Background: an optimization exercise with open tools, aiming at small area, a short achievable clock period and few clock cycles per item. Do not read the settings as production practice.
Only simulation tests tie the RTL to the original design; equivalence was not proved.

==> trial 35 <==
==> flow/design.v <==
module wte_sha384 (
    input  wire         clk,
    input  wire         rst,           
    input  wire         in_valid,
    output wire         in_ready,
    input  wire [63:0]  in_word,
    input  wire         in_first,      
    input  wire         in_last,       
    output wire         out_valid,
    input  wire         out_ready,
    output wire [383:0] out_digest
);
    localparam [63:0] IV0 = 64'hcbbb9d5dc1059ed8;
    localparam [63:0] IV1 = 64'h629a292a367cd507;
    localparam [63:0] IV2 = 64'h9159015a3070dd17;
    localparam [63:0] IV3 = 64'h152fecd8f70e5939;
    localparam [63:0] IV4 = 64'h67332667ffc00b31;
    localparam [63:0] IV5 = 64'h8eb44a8768581511;
    localparam [63:0] IV6 = 64'hdb0c2e0d64f98fa7;
    localparam [63:0] IV7 = 64'h47b5481dbefa4fa4;
    localparam [63:0] K0  = 64'h428a2f98d728ae22;
    localparam [63:0] K1  = 64'h7137449123ef65cd;
    localparam [1:0] S_INIT = 2'd0,    
                     S_IDLE = 2'd1,    
                     S_RUN  = 2'd2,    
                     S_FIN  = 2'd3;    
    function [63:0] kconst(input [6:0] t);
        case (t)
            7'd0 : kconst = 64'h428a2f98d728ae22;
            7'd1 : kconst = 64'h7137449123ef65cd;
            7'd2 : kconst = 64'hb5c0fbcfec4d3b2f;
            7'd3 : kconst = 64'he9b5dba58189dbbc;
            7'd4 : kconst = 64'h3956c25bf348b538;
            7'd5 : kconst = 64'h59f111f1b605d019;
            7'd6 : kconst = 64'h923f82a4af194f9b;
            7'd7 : kconst = 64'hab1c5ed5da6d8118;
            7'd8 : kconst = 64'hd807aa98a3030242;
            7'd9 : kconst = 64'h12835b0145706fbe;
            7'd10: kconst = 64'h243185be4ee4b28c;
            7'd11: kconst = 64'h550c7dc3d5ffb4e2;
            7'd12: kconst = 64'h72be5d74f27b896f;
            7'd13: kconst = 64'h80deb1fe3b1696b1;
            7'd14: kconst = 64'h9bdc06a725c71235;
            7'd15: kconst = 64'hc19bf174cf692694;
            7'd16: kconst = 64'he49b69c19ef14ad2;
            7'd17: kconst = 64'hefbe4786384f25e3;
            7'd18: kconst = 64'h0fc19dc68b8cd5b5;
            7'd19: kconst = 64'h240ca1cc77ac9c65;
            7'd20: kconst = 64'h2de92c6f592b0275;
            7'd21: kconst = 64'h4a7484aa6ea6e483;
            7'd22: kconst = 64'h5cb0a9dcbd41fbd4;
            7'd23: kconst = 64'h76f988da831153b5;
            7'd24: kconst = 64'h983e5152ee66dfab;
            7'd25: kconst = 64'ha831c66d2db43210;
            7'd26: kconst = 64'hb00327c898fb213f;
            7'd27: kconst = 64'hbf597fc7beef0ee4;
            7'd28: kconst = 64'hc6e00bf33da88fc2;
            7'd29: kconst = 64'hd5a79147930aa725;
            7'd30: kconst = 64'h06ca6351e003826f;
            7'd31: kconst = 64'h142929670a0e6e70;
            7'd32: kconst = 64'h27b70a8546d22ffc;
            7'd33: kconst = 64'h2e1b21385c26c926;
            7'd34: kconst = 64'h4d2c6dfc5ac42aed;
            7'd35: kconst = 64'h53380d139d95b3df;
            7'd36: kconst = 64'h650a73548baf63de;
            7'd37: kconst = 64'h766a0abb3c77b2a8;
            7'd38: kconst = 64'h81c2c92e47edaee6;
            7'd39: kconst = 64'h92722c851482353b;
            7'd40: kconst = 64'ha2bfe8a14cf10364;
            7'd41: kconst = 64'ha81a664bbc423001;
            7'd42: kconst = 64'hc24b8b70d0f89791;
            7'd43: kconst = 64'hc76c51a30654be30;
            7'd44: kconst = 64'hd192e819d6ef5218;
            7'd45: kconst = 64'hd69906245565a910;
            7'd46: kconst = 64'hf40e35855771202a;
            7'd47: kconst = 64'h106aa07032bbd1b8;
            7'd48: kconst = 64'h19a4c116b8d2d0c8;
            7'd49: kconst = 64'h1e376c085141ab53;
            7'd50: kconst = 64'h2748774cdf8eeb99;
            7'd51: kconst = 64'h34b0bcb5e19b48a8;
            7'd52: kconst = 64'h391c0cb3c5c95a63;
            7'd53: kconst = 64'h4ed8aa4ae3418acb;
            7'd54: kconst = 64'h5b9cca4f7763e373;
            7'd55: kconst = 64'h682e6ff3d6b2b8a3;
            7'd56: kconst = 64'h748f82ee5defb2fc;
            7'd57: kconst = 64'h78a5636f43172f60;
            7'd58: kconst = 64'h84c87814a1f0ab72;
            7'd59: kconst = 64'h8cc702081a6439ec;
            7'd60: kconst = 64'h90befffa23631e28;
            7'd61: kconst = 64'ha4506cebde82bde9;
            7'd62: kconst = 64'hbef9a3f7b2c67915;
            7'd63: kconst = 64'hc67178f2e372532b;
            7'd64: kconst = 64'hca273eceea26619c;
            7'd65: kconst = 64'hd186b8c721c0c207;
            7'd66: kconst = 64'heada7dd6cde0eb1e;
            7'd67: kconst = 64'hf57d4f7fee6ed178;
            7'd68: kconst = 64'h06f067aa72176fba;
            7'd69: kconst = 64'h0a637dc5a2c898a6;
            7'd70: kconst = 64'h113f9804bef90dae;
            7'd71: kconst = 64'h1b710b35131c471b;
            7'd72: kconst = 64'h28db77f523047d84;
            7'd73: kconst = 64'h32caab7b40c72493;
            7'd74: kconst = 64'h3c9ebe0a15c9bebc;
            7'd75: kconst = 64'h431d67c49c100d4c;
            7'd76: kconst = 64'h4cc5d4becb3e42b6;
            7'd77: kconst = 64'h597f299cfc657e2a;
            7'd78: kconst = 64'h5fcb6fab3ad6faec;
            7'd79: kconst = 64'h6c44198c4a475817;
            default: kconst = 64'h0;
        endcase
    endfunction
    function [63:0] maj3(input [63:0] x, input [63:0] y, input [63:0] z);
        maj3 = (x & y) | (x & z) | (y & z);
    endfunction
    function [63:0] add_sk(input [63:0] x, input [63:0] y);
        reg [63:0] g, p, gn, pn;
        integer l, i;
        begin
            g = x & y;
            p = x ^ y;
            for (l = 0; l < 6; l = l + 1) begin
                gn = g;
                pn = p;
                for (i = 0; i < 64; i = i + 1)
                    if (i & (1 << l)) begin
                        gn[i] = g[i] | (p[i] & g[((i >> l) << l) - 1]);
                        pn[i] = p[i] & p[((i >> l) << l) - 1];
                    end
                g = gn;
                p = pn;
            end
            add_sk = (x ^ y) ^ {g[62:0], 1'b0};
        end
    endfunction
    function [63:0] add_bk(input [63:0] x, input [63:0] y);
        reg [63:0] g, p;
        integer l, i;
        begin
            g = x & y;
            p = x ^ y;
            for (l = 0; l < 6; l = l + 1)
                for (i = (2 << l) - 1; i < 64; i = i + (2 << l)) begin
                    g[i] = g[i] | (p[i] & g[i - (1 << l)]);
                    p[i] = p[i] & p[i - (1 << l)];
                end
            for (l = 4; l >= 0; l = l - 1)
                for (i = (3 << l) - 1; i < 64; i = i + (2 << l)) begin
                    g[i] = g[i] | (p[i] & g[i - (1 << l)]);
                    p[i] = p[i] & p[i - (1 << l)];
                end
            add_bk = (x ^ y) ^ {g[62:0], 1'b0};
        end
    endfunction
    reg  [1:0]  st;
    reg  [6:0]  cnt;           
    reg  [3:0]  ph;            
    reg  [4:0]  m;             
    reg  [1:0]  nstart;        
    reg         nfirst, nlast, cfirst, clast;
    reg         dig_valid;
    reg         run;           
    reg         rl64;          
    reg         fin;           
    reg         fxa;           
    reg  [3:0]  fcj;           
    reg  [3:0]  ivj;           
    reg         nivl;          
    reg         rdy;           
    reg  [63:0] a, b, c, d, e, f, g, h;
    reg  [63:0] w [0:15];
    reg  [63:0] kr;            
    reg  [63:0] p;             
    reg  [63:0] ws;            
    reg  [63:0] x0, x1, x2, x3;    
    reg  [63:0] y0, y1, y2, y3;    
    wire [1:0]  j = ph[1:0];
    assign in_ready = rdy;
    wire acc = in_valid && rdy;
    wire ready  = (st == S_IDLE) || (j == 2'd3 && (st == S_INIT || fin));
    wire full_n = (m == 5'd16) || (m == 5'd15 && acc);
    wire go     = ready && full_n && ((ph + 4'd1) == {nstart, 2'b00});
    wire [3:0] ph_n = ph + 4'd1;
    wire blk_n = run && cnt < 7'd67;
    wire rdy0 = (m != 5'd16) && !blk_n &&
                ((m == 5'd0) ? (ph_n[1:0] == 2'd0)
                             : (ph_n == {nstart, 2'b00} + m[3:0]));
    wire rdy1 = (m != 5'd15) && !blk_n;
    wire dig_n = (dig_valid && !out_ready) || (fin && j == 2'd3 && clast);
    wire fin_end = fin && j == 2'd3;
    wire [1:0] st_n = go ? S_RUN :
                      (run && cnt == 7'd79) ? S_FIN :
                      ready ? S_IDLE : st;
    wire fin_n = (st_n == S_FIN) && ((ph_n[1:0] == 2'd0) ? !dig_n : fin && !fin_end);
    wire ivl_n = (st == S_INIT && j != 2'd3) || (fin_n && clast);
    wire [3:0] jn_oh = 4'b0001 << ph_n[1:0];
    always @(posedge clk) begin
        if (rst) begin
            st        <= S_INIT;
            ph        <= 4'd0;
            m         <= 5'd0;
            dig_valid <= 1'b0;
            run       <= 1'b0;
            rl64      <= 1'b0;
            fin       <= 1'b0;
            fxa       <= 1'b0;
            fcj       <= 4'd0;
            ivj       <= 4'b0001;
            nivl      <= 1'b0;
            rdy       <= 1'b1;
        end else begin
            st        <= st_n;
            ph        <= ph_n;
            m         <= go ? 5'd0 : m + {4'd0, acc};
            dig_valid <= dig_n;
            run       <= go || (run && cnt != 7'd79);
            rl64      <= go || (run && cnt < 7'd63);
            fin       <= fin_n;
            fxa       <= fin_n && !cfirst;
            fcj       <= (fin_n && cfirst) ? jn_oh : 4'd0;
            ivj       <= ivl_n ? jn_oh : 4'd0;
            nivl      <= !ivl_n;
            rdy       <= acc ? rdy1 : rdy0;
        end
    end
    always @(posedge clk) begin
        if (acc && m == 5'd0) begin
            nstart <= ph[3:2];
            nfirst <= in_first;
            nlast  <= in_last;
        end
        if (go) begin
            cfirst <= nfirst;
            clast  <= nlast;
            cnt    <= 7'd0;
        end else begin
            cnt    <= cnt + 7'd1;
        end
        kr <= run ? kconst(cnt + 7'd2) : (j == 2'd3 ? K1 : K0);
    end
    assign out_valid  = dig_valid;
    assign out_digest = {x3, x2, x1, x0, y3, y2};
    wire [63:0] w1 = w[1], w2 = w[2], w10 = w[10], w14 = w[14];
    wire [63:0] ss0 = {w2[0], w2[63:1]} ^ {w2[7:0], w2[63:8]} ^ {7'd0, w2[63:7]};
    wire [63:0] ss1 = {w14[18:0], w14[63:19]} ^ {w14[60:0], w14[63:61]} ^ {6'd0, w14[63:6]};
    wire [63:0] q1s = w10 ^ ss0 ^ w1;
    wire [63:0] q1c = {maj3(w10, ss0, w1), 1'b0};
    wire [63:0] bs1 = {e[13:0], e[63:14]} ^ {e[17:0], e[63:18]} ^ {e[40:0], e[63:41]};
    wire [63:0] bs0 = {a[27:0], a[63:28]} ^ {a[33:0], a[63:34]} ^ {a[38:0], a[63:39]};
    wire [63:0] ch  = (e & f) ^ (~e & g);
    wire [63:0] mj  = maj3(a, b, c);
    wire [63:0] r1s = p ^ ch ^ mj;
    wire [63:0] r1c = {maj3(p, ch, mj), 1'b0};
    wire [63:0] r2s = r1s ^ r1c ^ bs1;
    wire [63:0] r2c = {maj3(r1s, r1c, bs1), 1'b0};
    wire [63:0] r3s = r2s ^ r2c ^ bs0;
    wire [63:0] r3c = {maj3(r2s, r2c, bs0), 1'b0};
    wire [63:0] a_rnd = r3s + r3c;
    wire [63:0] r4s = p ^ d ^ ch;
    wire [63:0] r4c = {maj3(p, d, ch), 1'b0};
    wire [63:0] r5s = r4s ^ r4c ^ bs1;
    wire [63:0] r5c = {maj3(r4s, r4c, bs1), 1'b0};
    wire [63:0] e_rnd = add_sk(r5s, r5c);
    wire [63:0] p1s = g ^ kr ^ w1;
    wire [63:0] p1c = {maj3(g, kr, w1), 1'b0};
    function [63:0] iv_a(input [3:0] oh);
        iv_a = ({64{oh[0]}} & IV3) | ({64{oh[1]}} & IV2) |
               ({64{oh[2]}} & IV1) | ({64{oh[3]}} & IV0);
    endfunction
    function [63:0] iv_e(input [3:0] oh);
        iv_e = ({64{oh[0]}} & IV7) | ({64{oh[1]}} & IV6) |
               ({64{oh[2]}} & IV5) | ({64{oh[3]}} & IV4);
    endfunction
    wire [63:0] hop_a = iv_a(fcj) | ({64{fxa}} & x0);
    wire [63:0] hop_e = iv_e(fcj) | ({64{fxa}} & y0);
    wire [63:0] sum_a = add_sk(rl64 ? ss1 : hop_a, rl64 ? ws : d);
    wire [63:0] sum_e = add_bk(hop_e, h);
    integer i;
    always @(posedge clk) begin
        for (i = 0; i < 15; i = i + 1)
            w[i] <= w[i + 1];
        w[15] <= rl64 ? sum_a : (rdy ? in_word : w[0]);
        ws <= add_bk(q1s, q1c);
        p  <= add_bk(p1s, p1c);
    end
    always @(posedge clk) begin
        b <= a;
        c <= b;
        d <= c;
        f <= e;
        g <= f;
        h <= g;
        if (run) begin
            a <= a_rnd;
            e <= e_rnd;
        end else begin
            a <= iv_a(ivj) | ({64{nivl}} & sum_a);
            e <= iv_e(ivj) | ({64{nivl}} & sum_e);
        end
    end
    always @(posedge clk) begin
        if (fin) begin
            x0 <= x1; x1 <= x2; x2 <= x3; x3 <= sum_a;
            y0 <= y1; y1 <= y2; y2 <= y3; y3 <= sum_e;
        end
    end
endmodule
==> flow/flow/run.sh <==
#!/bin/bash
set -euo pipefail
bash standard.sh SETUP_SLACK_MARGIN=6.5 finish > standard_flow.log 2>&1
==> flow/standard.sh <==
#!/bin/bash
# synth_recipe.tcl (not shown) runs the flow's synth.tcl, then flattens the netlist and writes it again
# the make line also repeats each setting of config.mk as NAME=value (left out here)
make -C /OpenROAD-flow-scripts/flow DESIGN_CONFIG=/design/flow/config.mk WORK_HOME=/design/flow/orfs CLKGATE_MAP_FILE= SYNTH_SCRIPT=/design/flow/synth_recipe.tcl "${@:-finish}"
==> flow/config.mk <==
export PLATFORM = sky130hd
export DESIGN_NAME = wte_sha384
export DESIGN_NICKNAME = wte_sha384
export VERILOG_FILES = /design/flow/design.v
export SDC_FILE = /design/flow/constraint.sdc
export NUM_CORES = 4
export LEC_CHECK = 0
export ABC_AREA = 1
export CAP_MARGIN = 40
export CORE_MARGIN = 2
export CORE_UTILIZATION = 40
export SLEW_MARGIN = 40
export SYNTH_MEMORY_MAX_BITS = 16384
==> flow/constraint.sdc <==
create_clock -name core_clock -period 11.0 [get_ports {clk}]
set_input_delay 2.2000 -clock core_clock [delete_from_list [all_inputs] [get_ports {clk}]]
set_output_delay 2.2000 -clock core_clock [all_outputs]
set_load 0.01 [all_outputs]
==> inputs of build 71, as changes to trial 35 <==
--- a/flow/design.v
+++ b/flow/design.v
@@ -161,2 +161,3 @@
     reg         run;           
+    reg         arnd;          
     reg         rl64;          
@@ -167,2 +168,8 @@
     reg         nivl;          
+    reg         fin_a;         
+    reg         fxa_a;
+    reg  [3:0]  fcj_a;
+    reg  [3:0]  ivj_a;         
+    reg         nivl_a;
+    reg         dlast;         
     reg         rdy;           
@@ -171,3 +178,3 @@
     reg  [63:0] kr;            
-    reg  [63:0] p;             
+    reg  [63:0] q;             
     reg  [63:0] ws;            
@@ -187,3 +194,3 @@
     wire rdy1 = (m != 5'd15) && !blk_n;
-    wire dig_n = (dig_valid && !out_ready) || (fin && j == 2'd3 && clast);
+    wire dig_n = (dig_valid && !out_ready) || dlast;
     wire fin_end = fin && j == 2'd3;
@@ -202,2 +209,3 @@
             run       <= 1'b0;
+            arnd      <= 1'b0;
             rl64      <= 1'b0;
@@ -208,2 +216,8 @@
             nivl      <= 1'b0;
+            fin_a     <= 1'b0;
+            fxa_a     <= 1'b0;
+            fcj_a     <= 4'd0;
+            ivj_a     <= 4'd0;
+            nivl_a    <= 1'b1;
+            dlast     <= 1'b0;
             rdy       <= 1'b1;
@@ -215,2 +229,3 @@
             run       <= go || (run && cnt != 7'd79);
+            arnd      <= run;
             rl64      <= go || (run && cnt < 7'd63);
@@ -221,2 +236,8 @@
             nivl      <= !ivl_n;
+            fin_a     <= fin;
+            fxa_a     <= fxa;
+            fcj_a     <= fcj;
+            ivj_a     <= ivj;
+            nivl_a    <= nivl;
+            dlast     <= fin_end && clast;
             rdy       <= acc ? rdy1 : rdy0;
@@ -250,6 +271,8 @@
     wire [63:0] mj  = maj3(a, b, c);
-    wire [63:0] r1s = p ^ ch ^ mj;
-    wire [63:0] r1c = {maj3(p, ch, mj), 1'b0};
-    wire [63:0] r2s = r1s ^ r1c ^ bs1;
-    wire [63:0] r2c = {maj3(r1s, r1c, bs1), 1'b0};
+    wire [63:0] r1s = q ^ bs1 ^ ch;
+    wire [63:0] r1c = {maj3(q, bs1, ch), 1'b0};
+    wire [63:0] e_rnd = r1s + r1c;
+    wire [63:0] nd  = ~d;
+    wire [63:0] r2s = e ^ nd ^ mj;
+    wire [63:0] r2c = {maj3(e, nd, mj), 1'b1};
     wire [63:0] r3s = r2s ^ r2c ^ bs0;
@@ -257,9 +280,6 @@
     wire [63:0] a_rnd = r3s + r3c;
-    wire [63:0] r4s = p ^ d ^ ch;
-    wire [63:0] r4c = {maj3(p, d, ch), 1'b0};
-    wire [63:0] r5s = r4s ^ r4c ^ bs1;
-    wire [63:0] r5c = {maj3(r4s, r4c, bs1), 1'b0};
-    wire [63:0] e_rnd = add_sk(r5s, r5c);
     wire [63:0] p1s = g ^ kr ^ w1;
     wire [63:0] p1c = {maj3(g, kr, w1), 1'b0};
+    wire [63:0] p2s = p1s ^ p1c ^ b;
+    wire [63:0] p2c = {maj3(p1s, p1c, b), 1'b0};
     function [63:0] iv_a(input [3:0] oh);
@@ -272,6 +292,6 @@
     endfunction
-    wire [63:0] hop_a = iv_a(fcj) | ({64{fxa}} & x0);
+    wire [63:0] hop_a = iv_a(fcj_a) | ({64{fxa_a}} & x0);
     wire [63:0] hop_e = iv_e(fcj) | ({64{fxa}} & y0);
-    wire [63:0] sum_a = add_sk(rl64 ? ss1 : hop_a, rl64 ? ws : d);
-    wire [63:0] sum_e = add_bk(hop_e, h);
+    wire [63:0] sum_e = add_sk(rl64 ? ss1 : hop_e, rl64 ? ws : h);
+    wire [63:0] sum_a = add_sk(hop_a, d);
     integer i;
@@ -280,5 +300,5 @@
             w[i] <= w[i + 1];
-        w[15] <= rl64 ? sum_a : (rdy ? in_word : w[0]);
-        ws <= add_bk(q1s, q1c);
-        p  <= add_bk(p1s, p1c);
+        w[15] <= rl64 ? sum_e : (rdy ? in_word : w[0]);
+        ws <= add_sk(q1s, q1c);
+        q  <= add_sk(p2s, p2c);
     end
@@ -291,13 +311,16 @@
         h <= g;
-        if (run) begin
+        if (arnd)
             a <= a_rnd;
+        else
+            a <= iv_a(ivj_a) | ({64{nivl_a}} & sum_a);
+        if (run)
             e <= e_rnd;
-        end else begin
-            a <= iv_a(ivj) | ({64{nivl}} & sum_a);
+        else
             e <= iv_e(ivj) | ({64{nivl}} & sum_e);
-        end
     end
     always @(posedge clk) begin
-        if (fin) begin
+        if (fin_a) begin
             x0 <= x1; x1 <= x2; x2 <= x3; x3 <= sum_a;
+        end
+        if (fin) begin
             y0 <= y1; y1 <= y2; y2 <= y3; y3 <= sum_e;
==> flow/flow/run.sh (replaced) <==
#!/bin/bash
set -euo pipefail
bash standard.sh SETUP_SLACK_MARGIN=7.2 finish > standard_flow.log 2>&1
--- a/flow/config.mk
+++ b/flow/config.mk
@@ -11,2 +11,4 @@
 export CORE_UTILIZATION = 40
+export CTS_CLUSTER_DIAMETER = 80
+export CTS_CLUSTER_SIZE = 30
 export SLEW_MARGIN = 40
==> inputs of build 70, as changes to trial 35 <==
--- a/flow/design.v
+++ b/flow/design.v
@@ -161,2 +161,3 @@
     reg         run;           
+    reg         arnd;          
     reg         rl64;          
@@ -167,2 +168,8 @@
     reg         nivl;          
+    reg         fin_a;         
+    reg         fxa_a;
+    reg  [3:0]  fcj_a;
+    reg  [3:0]  ivj_a;         
+    reg         nivl_a;
+    reg         dlast;         
     reg         rdy;           
@@ -171,3 +178,3 @@
     reg  [63:0] kr;            
-    reg  [63:0] p;             
+    reg  [63:0] q;             
     reg  [63:0] ws;            
@@ -187,3 +194,3 @@
     wire rdy1 = (m != 5'd15) && !blk_n;
-    wire dig_n = (dig_valid && !out_ready) || (fin && j == 2'd3 && clast);
+    wire dig_n = (dig_valid && !out_ready) || dlast;
     wire fin_end = fin && j == 2'd3;
@@ -202,2 +209,3 @@
             run       <= 1'b0;
+            arnd      <= 1'b0;
             rl64      <= 1'b0;
@@ -208,2 +216,8 @@
             nivl      <= 1'b0;
+            fin_a     <= 1'b0;
+            fxa_a     <= 1'b0;
+            fcj_a     <= 4'd0;
+            ivj_a     <= 4'd0;
+            nivl_a    <= 1'b1;
+            dlast     <= 1'b0;
             rdy       <= 1'b1;
@@ -215,2 +229,3 @@
             run       <= go || (run && cnt != 7'd79);
+            arnd      <= run;
             rl64      <= go || (run && cnt < 7'd63);
@@ -221,2 +236,8 @@
             nivl      <= !ivl_n;
+            fin_a     <= fin;
+            fxa_a     <= fxa;
+            fcj_a     <= fcj;
+            ivj_a     <= ivj;
+            nivl_a    <= nivl;
+            dlast     <= fin_end && clast;
             rdy       <= acc ? rdy1 : rdy0;
@@ -250,16 +271,15 @@
     wire [63:0] mj  = maj3(a, b, c);
-    wire [63:0] r1s = p ^ ch ^ mj;
-    wire [63:0] r1c = {maj3(p, ch, mj), 1'b0};
-    wire [63:0] r2s = r1s ^ r1c ^ bs1;
-    wire [63:0] r2c = {maj3(r1s, r1c, bs1), 1'b0};
+    wire [63:0] r1s = q ^ bs1 ^ ch;
+    wire [63:0] r1c = {maj3(q, bs1, ch), 1'b0};
+    wire [63:0] e_rnd = add_sk(r1s, r1c);
+    wire [63:0] nd  = ~d;
+    wire [63:0] r2s = e ^ nd ^ mj;
+    wire [63:0] r2c = {maj3(e, nd, mj), 1'b1};
     wire [63:0] r3s = r2s ^ r2c ^ bs0;
     wire [63:0] r3c = {maj3(r2s, r2c, bs0), 1'b0};
-    wire [63:0] a_rnd = r3s + r3c;
-    wire [63:0] r4s = p ^ d ^ ch;
-    wire [63:0] r4c = {maj3(p, d, ch), 1'b0};
-    wire [63:0] r5s = r4s ^ r4c ^ bs1;
-    wire [63:0] r5c = {maj3(r4s, r4c, bs1), 1'b0};
-    wire [63:0] e_rnd = add_sk(r5s, r5c);
+    wire [63:0] a_rnd = add_sk(r3s, r3c);
     wire [63:0] p1s = g ^ kr ^ w1;
     wire [63:0] p1c = {maj3(g, kr, w1), 1'b0};
+    wire [63:0] p2s = p1s ^ p1c ^ b;
+    wire [63:0] p2c = {maj3(p1s, p1c, b), 1'b0};
     function [63:0] iv_a(input [3:0] oh);
@@ -272,6 +292,6 @@
     endfunction
-    wire [63:0] hop_a = iv_a(fcj) | ({64{fxa}} & x0);
+    wire [63:0] hop_a = iv_a(fcj_a) | ({64{fxa_a}} & x0);
     wire [63:0] hop_e = iv_e(fcj) | ({64{fxa}} & y0);
-    wire [63:0] sum_a = add_sk(rl64 ? ss1 : hop_a, rl64 ? ws : d);
-    wire [63:0] sum_e = add_bk(hop_e, h);
+    wire [63:0] sum_e = add_sk(rl64 ? ss1 : hop_e, rl64 ? ws : h);
+    wire [63:0] sum_a = add_sk(hop_a, d);
     integer i;
@@ -280,5 +300,5 @@
             w[i] <= w[i + 1];
-        w[15] <= rl64 ? sum_a : (rdy ? in_word : w[0]);
-        ws <= add_bk(q1s, q1c);
-        p  <= add_bk(p1s, p1c);
+        w[15] <= rl64 ? sum_e : (rdy ? in_word : w[0]);
+        ws <= add_sk(q1s, q1c);
+        q  <= add_sk(p2s, p2c);
     end
@@ -291,13 +311,16 @@
         h <= g;
-        if (run) begin
+        if (arnd)
             a <= a_rnd;
+        else
+            a <= iv_a(ivj_a) | ({64{nivl_a}} & sum_a);
+        if (run)
             e <= e_rnd;
-        end else begin
-            a <= iv_a(ivj) | ({64{nivl}} & sum_a);
+        else
             e <= iv_e(ivj) | ({64{nivl}} & sum_e);
-        end
     end
     always @(posedge clk) begin
-        if (fin) begin
+        if (fin_a) begin
             x0 <= x1; x1 <= x2; x2 <= x3; x3 <= sum_a;
+        end
+        if (fin) begin
             y0 <= y1; y1 <= y2; y2 <= y3; y3 <= sum_e;
==> flow/flow/run.sh (replaced) <==
#!/bin/bash
set -euo pipefail
bash standard.sh SETUP_SLACK_MARGIN=7.2 finish > standard_flow.log 2>&1
--- a/flow/config.mk
+++ b/flow/config.mk
@@ -8,6 +8,9 @@
 export ABC_AREA = 1
-export CAP_MARGIN = 40
+export CAP_MARGIN = 20
 export CORE_MARGIN = 2
 export CORE_UTILIZATION = 40
-export SLEW_MARGIN = 40
+export CTS_CLUSTER_DIAMETER = 80
+export CTS_CLUSTER_SIZE = 30
+export PLACE_DENSITY = 0.72
+export SLEW_MARGIN = 20
 export SYNTH_MEMORY_MAX_BITS = 16384
==> summary.txt <==
Total area of multi-input combinational cells: build 71 0.0473 mm^2; build 70 0.0442 mm^2; trial 35 0.0459 mm^2
Proportion of layout cells with a drive suffix above 1: build 71 9.91%; build 70 9.25%; trial 35 13.2%
Die extent in y: build 71 517 um; build 70 506 um; trial 35 505 um
Worst-case headroom to the max-slew limit: build 71 26.8%; build 70 16.8%; trial 35 32.9%
Initial standard-cell utilization of the core: build 71 40.1%; build 70 40.2%; trial 35 40.3%
Clock net sink count: build 71 2292; build 70 2292; trial 35 2279
Post-placement cell count: build 71 15700; build 70 14400; trial 35 13800
Met2 track demand over resource: build 71 48.2%; build 70 44.2%; trial 35 57.3%
Area growth from synthesis to layout: build 71 16.4%; build 70 15.3%; trial 35 21.5%
Setup repair bufs after CTS: build 71 136; build 70 123; trial 35 42
Status: build 71 no timing/DRC/antenna violations; build 70 no timing/DRC/antenna violations; trial 35 no timing/DRC/antenna violations
Worst hold slack: build 71 0.306 ns; build 70 0.281 ns; trial 35 0.260 ns
Share of cell area taken by muxes after synthesis: build 71 0.984%; build 70 1.05%; trial 35 1.09%
Invs w/o clock: build 71 1908; build 70 1563; trial 35 1529
Delay of the slowest cell on the worst path: build 71 0.74 ns; build 70 0.63 ns; trial 35 0.49 ns
HPWL after DPL: build 71 355 mm; build 70 297 mm; trial 35 391 mm
WL met1: build 71 192 mm; build 70 151 mm; trial 35 192 mm
Post-route fraction of the period consumed by the critical path: build 71 35.3%; build 70 36.2%; trial 35 41.5%
CP Data Required Time: build 71 11.68 ns; build 70 11.70 ns; trial 35 11.72 ns
Placed standard-cell area: build 71 0.114 mm^2; build 70 0.109 mm^2; trial 35 0.110 mm^2
Distinct cells, synth: build 71 58; build 70 58; trial 35 62
Area fraction in compound gates after synthesis: build 71 6.77%; build 70 6.27%; trial 35 6.58%
Yosys reg bits: build 71 2292; build 70 2292; trial 35 2279
Setup slack at placement: build 71 5.56 ns; build 70 5.40 ns; trial 35 5.30 ns
Initial antenna violation count: build 71 35; build 70 21; trial 35 63
Testbench counts of trial 35, summed over its fixed seeds: cycles 202,348, blocks 2,407.
Testbench counts of build 71, summed over its fixed seeds: cycles 202,356, blocks 2,407.
Testbench counts of build 70, summed over its fixed seeds: cycles 202,356, blocks 2,407.

==> port drivers added, routing unchanged <==
In the flow no input, the clock included, has a driving cell. The finished layouts below were timed again as built, in two steps.
Step 1: set_driving_cell puts a clkbuf_16 on clk and a buf_2 on each other input, an assumption about the parent block.
Step 2 moves the port delays by t, midway between the first and last clock arrival at a register: inputs arrive t later, outputs are due t later. That takes back most of the time a late clock gives input paths.
Three values: ideal, step 1, step 2; two values: the first two.
run	t, ns	setup slack, ns	worst setup path after step 2	slew at the worst register clock pin (ns)	worst slew at a driven data input, ns
trial 35	0.983	6.436 / 6.436 / 6.030	input to register	0.08 / 0.08	0.12
build 71	0.918	7.118 / 7.093 / 6.733	input to register	0.11 / 0.11	0.06
build 70	0.938	7.022 / 7.013 / 6.225	input to register	0.12 / 0.12	0.07
After both steps setup and hold are still met in every run listed. The setup slack of build 70, which loses most, moves by -0.009 ns with the drivers and by -0.797 ns with both steps.
